This design comes from an exercise in tuning for small area, a short achievable clock period and few clock cycles per item on the open sky130 flow, not from production work. Only simulation tests tie the RTL to the original design; equivalence was not proved.

Setup of the previous run:
## clu_law
module clu_law (
    input  wire        clk,
    input  wire        rst,           
    input  wire        start,
    output wire        ready,
    output reg         done,
    input  wire [23:0] err_value,
    input  wire        err_ovr,
    input  wire [1:0]  win,           
    input  wire [1:0]  nsec,
    input  wire        ffg,
    input  wire        startm,
    input  wire [1:0]  cmd,           
    input  wire [15:0] manduty,
    input  wire [15:0] dmin,
    input  wire [15:0] dmax,
    input  wire [31:0] g_in,          
    input  wire [31:0] kp,
    input  wire [31:0] ki,
    input  wire [31:0] kd,
    input  wire [31:0] imax,
    input  wire [31:0] imin,
    input  wire [31:0] ffk,
    input  wire [31:0] s0b0, input wire [31:0] s0b1, input wire [31:0] s0b2,
    input  wire [31:0] s0a1, input wire [31:0] s0a2,
    input  wire [31:0] s1b0, input wire [31:0] s1b1, input wire [31:0] s1b2,
    input  wire [31:0] s1a1, input wire [31:0] s1a2,
    input  wire [31:0] s2b0, input wire [31:0] s2b1, input wire [31:0] s2b2,
    input  wire [31:0] s2a1, input wire [31:0] s2a2,
    output reg  [31:0] x_out,
    output reg  [31:0] p_out,
    output wire [31:0] i_out,
    output reg  [31:0] d_out,
    output reg  [31:0] ff_out,
    output reg  [31:0] pre_out,
    output reg  [15:0] duty_out,
    output reg         sat_hi,
    output reg         sat_lo,
    output reg         awhold,
    output reg         nsat,
    output reg         preset_sat,
    output reg  [1:0]  mode           
);
Size in the first run: roughly 9300 cells after synthesis, ~1000 I/O pins.
clock: 25.0 ns
lec_check: 0
cap_margin: 20
core_margin: 2
core_utilization: 30
place_density: 0.5
slew_margin: 20
standard.sh (not shown) runs the stock make flow with config.mk's settings and CLKGATE_MAP_FILE= SYNTH_SCRIPT=/design/flow/synth_recipe.tcl, a recipe that flattens the netlist after the stock synthesis.
==> flow/flow/run.sh <==
#!/bin/bash
# Standard layout; timing repair aims at a setup margin below the 25 ns
# clock so that the achieved period is short.
set -euo pipefail
bash standard.sh SETUP_SLACK_MARGIN=17 finish > standard.log 2>&1
Testbench counts of the previous run, summed over its fixed seeds: cycles 148,900, items 9,600.
## Diff of input files: the current run against the previous run
==> flow/run.sh (new file) <==
#!/bin/bash
# synth_recipe.tcl (not shown) runs the flow's synth.tcl, then flattens the netlist and writes it again
# the make line also repeats each setting of config.mk as NAME=value (left out here)
make -C /OpenROAD-flow-scripts/flow DESIGN_CONFIG=/design/flow/config.mk WORK_HOME=/design/flow/orfs CLKGATE_MAP_FILE= SYNTH_SCRIPT=/design/flow/synth_recipe.tcl finish
removed: flow/flow/run.sh
removed: flow/standard.sh
==> run summary <==
The current run vs. the previous run: share of the clock period used by the worst path after layout rose by 8.1 points.
Last weighted congestion value of the routability-driven placer: the current run > the previous run
On register-to-register slack: between the previous run and the current run, it ends up lower for the current run.
Summary of the current run over the previous run: relative area change from synthesis to final layout fell by 2.8 points, fraction of layout instances using a drive strength above 1 fell by 2.4 points.
Wire: the current run routes more than the previous run

---

clu_law, a different RTL version from the one above (not shown whole).
Size: roughly 970 flip-flops, ~1,000 I/O pins, roughly 88,000 sq um of cells after synthesis.
export LEC_CHECK = 0
export CAP_MARGIN = 20
export CORE_MARGIN = 2
export CORE_UTILIZATION = 30
export PLACE_DENSITY = 0.5
export SLEW_MARGIN = 20
create_clock -name core_clock -period 25.0 [get_ports {clk}]
==> flow/flow/run.sh <==
#!/bin/bash
# Standard layout (the standard.sh, standard synthesis) with a denser
# floorplan, the smallest buffer on every port, and timing repair aiming at a
# setup margin below the 25 ns clock so that the achieved period is short.
set -euo pipefail
bash standard.sh CORE_UTILIZATION=40 PLACE_DENSITY=0.55 SETUP_SLACK_MARGIN=18.5 \
    "BUFFER_PORTS_ARGS=-buffer_cell sky130_fd_sc_hd__buf_1" finish > standard.log 2>&1
The starting point went through all stages and came out clean.
Testbench counts at the start, summed over its fixed seeds: cycles 158,610, items 9,600.
==> next run, changes <==
--- a/flow/flow/run.sh
+++ b/flow/flow/run.sh
@@ -5,3 +5,3 @@
 set -euo pipefail
-bash standard.sh CORE_UTILIZATION=40 PLACE_DENSITY=0.55 SETUP_SLACK_MARGIN=18.5 \
+bash standard.sh CORE_UTILIZATION=30 PLACE_DENSITY=0.5 SETUP_SLACK_MARGIN=18.5 \
     "BUFFER_PORTS_ARGS=-buffer_cell sky130_fd_sc_hd__buf_1" finish > standard.log 2>&1
After rerunning: Hold slack loses 0.023 ns; design area grows by 1.9%; global-route usage shrinks by 10 points; setup slack improves by 0.029 ns.

re-timing with driven ports:
No port has a modelled driver above. Below, the same layouts with a new extraction and two added sets of constraints.
Step 1 assumes that a clkbuf_16 drives the clock port and a buf_2 every other input.
Step 2, shift: input delay + t, output delay - t, t = (earliest + latest rising clock arrival at the registers) / 2. This alone moves slack from input paths to output paths.
a / b / c = ideal / step 1 / step 2; a / b = the first two.
run	t, ns	setup slack, ns	worst hold slack (ns)	slew at the worst register clock pin (ns)	pins driven straight from the clock port
the previous run	0.863	17.110 / 17.133 / 16.328	0.454 / 0.454 / 0.454	0.08 / 0.08	1
the current run	0.889	15.073 / 15.073 / 15.073	0.452 / 0.452 / 0.452	0.07 / 0.07	1
the first run of note 2	0.881	18.369 / 18.328 / 17.613	0.453 / 0.453 / 0.453	0.07 / 0.07	1
the second run of note 2	0.875	18.399 / 18.301 / 17.581	0.431 / 0.431 / 0.431	0.09 / 0.09	1
After both steps setup and hold are still met in every run listed. For the second run of note 2, which loses most, drivers alone change the setup slack by -0.098 ns; drivers and shift together by -0.818 ns.
